This design comes from an exercise in tuning for small area and a short achievable clock period on the open sky130 flow, not from production work.
The RTL was checked by simulation tests, not by an equivalence proof against the original design.
Power is estimated from default activity; no workload was simulated.

north:
// sab
module sab (
    input  wire        clk,
    input  wire        rst,         
    input  wire        ce,          
    input  wire        load,        
    input  wire        sub,         
    input  wire [13:0] a,
    input  wire [13:0] d,
    input  wire [13:0] b,
    input  wire [4:0]  ea,
    input  wire [4:0]  eb,
    input  wire        cfg_asign,
    input  wire        cfg_bsign,
    input  wire        cfg_preadd,
    input  wire        cfg_scaled,
    input  wire [5:0]  cfg_accexp,
    input  wire        cfg_accsat,
    input  wire [1:0]  cfg_ofmt,
    input  wire [5:0]  cfg_oshift,
    input  wire [1:0]  cfg_rmode,
    input  wire        cfg_osat,
    input  wire        cfg_osign,
    output reg  [41:0] out,
    output reg  [4:0]  oexp,
    output reg         satf,
    output reg         accov
);
clock: 16.0 ns
lec_check: 0
abc_area: 1
cap_margin: 20
core_margin: 2
core_utilization: 40
place_density: 0.6
slew_margin: 20
standard.sh (not shown) runs the stock make flow with config.mk's settings and CLKGATE_MAP_FILE= SYNTH_SCRIPT=/design/flow/synth_recipe.tcl, a recipe that flattens the netlist after the stock synthesis.
==> flow/flow/run.sh <==
#!/bin/bash
set -euo pipefail
cd "$(dirname "$0")/.."
export SETUP_SLACK_MARGIN=${SETUP_SLACK_MARGIN_OVERRIDE:-10.5}
bash standard.sh > flow_make.log 2>&1
north: all stages complete, timing, DRC and antenna checks passed
> inputs changed (north -> south)
-- flow/flow/run.sh --
<<< north, line 4
export SETUP_SLACK_MARGIN=${SETUP_SLACK_MARGIN_OVERRIDE:-10.5}
>>> south, line 4
export SETUP_SLACK_MARGIN=${SETUP_SLACK_MARGIN_OVERRIDE:-11}
Notes after the runs:
Run comparison: north start point of the critical path d[0]; south start point of the critical path pre_q[9]
Diff north -> south: cell count after placement barely changed, shortest period the worst path allows lower, peak clock frequency supported by timing has increased, total power climbed 1200 uW, net switching share of the total power stayed essentially flat.
[compare] base=north new=south: wire length moved up; clock buffer and inverter area fraction after layout lost 0.25 points; final critical-path setup slack saw an increase; global-route wire length before repair moved up.
Re insertion delay of the later-clocked pin in the worst-skew pair: north and south aren't equal, and the higher value belongs to south.
south vs. north: sequential share of layout area went down by 0.75 points.

* * *

old:
Another version of the RTL of sab (not shown whole).
For scale: about 4700 cells after synthesis, roughly 130 I/O pins, about 32000 um2 of cells after synthesis.
export LEC_CHECK = 0
export ABC_AREA = 1
export CAP_MARGIN = 20
export CORE_MARGIN = 2
export CORE_UTILIZATION = 40
export PLACE_DENSITY = 0.6
export SLEW_MARGIN = 20
create_clock -name core_clock -period 16.0 [get_ports {clk}]
==> flow/flow/run.sh <==
#!/bin/bash
set -euo pipefail
cd "$(dirname "$0")/.."
export SETUP_SLACK_MARGIN=${SETUP_SLACK_MARGIN_OVERRIDE:-12}
bash standard.sh > flow_make.log 2>&1
In summary, old completed successfully, with a layout that passed the timing, design-rule and antenna checks.
Relative to old, the following input files were edited for new:
==> flow/flow/run.sh <==
#!/bin/bash
set -euo pipefail
cd "$(dirname "$0")/.."
export SETUP_SLACK_MARGIN=${SETUP_SLACK_MARGIN_OVERRIDE:-11}
bash standard.sh > flow_make.log 2>&1
Findings:
- Comparing old and new, maximum ir drop on the vdd rail is higher on old.
- Between old and new, the difference in total instance count after detailed placement is negligible.
- Going from old to new, areal power density over the cells shrank by a few percent.
- Routing usage on met3 was lower in new than in old.
- Via count in new vs old: down 2264
- Layout-stage area growth over the synthesis result on new is down relative to old.
- In new, largest driver fanout on the critical path is lower than in old.

* * *

== garnet ==
sab, a different RTL version from the one above (not shown whole).
For scale: about 4500 cells after synthesis, about 300 flip-flops, roughly 0.031 mm² of cells after synthesis.
clock: 16.0 ns
lec_check: 0
abc_area: 1
cap_margin: 20
core_margin: 2
core_utilization: 55
place_density: 0.72
slew_margin: 20
==> flow/flow/run.sh <==
#!/bin/bash
set -euo pipefail
cd "$(dirname "$0")/.."
export SETUP_SLACK_MARGIN=${SETUP_SLACK_MARGIN_OVERRIDE:-11}
bash standard.sh > flow_make.log 2>&1
### garnet -> maple
diff --git a/flow/config.mk b/flow/config.mk
--- a/flow/config.mk
+++ b/flow/config.mk
@@ -10,4 +10,4 @@
 export CORE_MARGIN = 2
-export CORE_UTILIZATION = 55
-export PLACE_DENSITY = 0.72
+export CORE_UTILIZATION = 40
+export PLACE_DENSITY = 0.6
 export SLEW_MARGIN = 20
Notes after the runs:
maple: no failed stages, no open violations at the end
maple against garnet: delay of the slowest critical-path stage shrank by 30 ps, cell area grew by 590 µm², placed standard-cell area grew by about 1.2%, share of power burned in combinational logic shrank by 0.5 points, time the final worst path needs with I/O delays and setup shrank by 150 ps.
Of garnet and maple, the lower final instance count without filler cells belongs to garnet.
maple vs garnet on maximum net fanout on the critical path: maple is the higher one.
Summary — routed wire length, maple relative to garnet: lower, by 1.6%.

[separate check: timing with driven ports]
The results above use ideal ports. As a check the final layouts listed here were re-extracted and re-timed, cells and wires unchanged.
Step 1, drivers: a clkbuf_16 drives clk and a buf_2 each remaining input, both assumed.
Step 2, shift: input delay + t, output delay - t, t = (earliest + latest rising clock arrival at the registers) / 2. This alone moves slack from input paths to output paths.
Three values: no drivers, after step 1, after step 2; two values: the first two.
| run | t, ns | slack for setup (ns) | worst setup path after step 2 | worst slew at a driven data input, ns |
|---|---|---|---|---|
| north | 0.642 | 10.666 / 10.710 / 10.068 | input to register | 0.06 |
| south | 0.668 | 10.887 / 10.887 / 10.312 | input to register | 0.19 |
| old | 0.623 | 10.880 / 10.880 / 10.276 | input to register | 0.23 |
| new | 0.638 | 10.917 / 10.917 / 10.399 | input to register | 0.13 |
| garnet | 0.634 | 10.513 / 10.498 / 9.864 | input to register | 0.11 |
| maple | 0.637 | 10.667 / 10.610 / 9.973 | input to register | 0.12 |
After both steps setup and hold are still met in every run listed. For maple, which loses most, drivers alone change the setup slack by -0.057 ns; drivers and shift together by -0.694 ns.
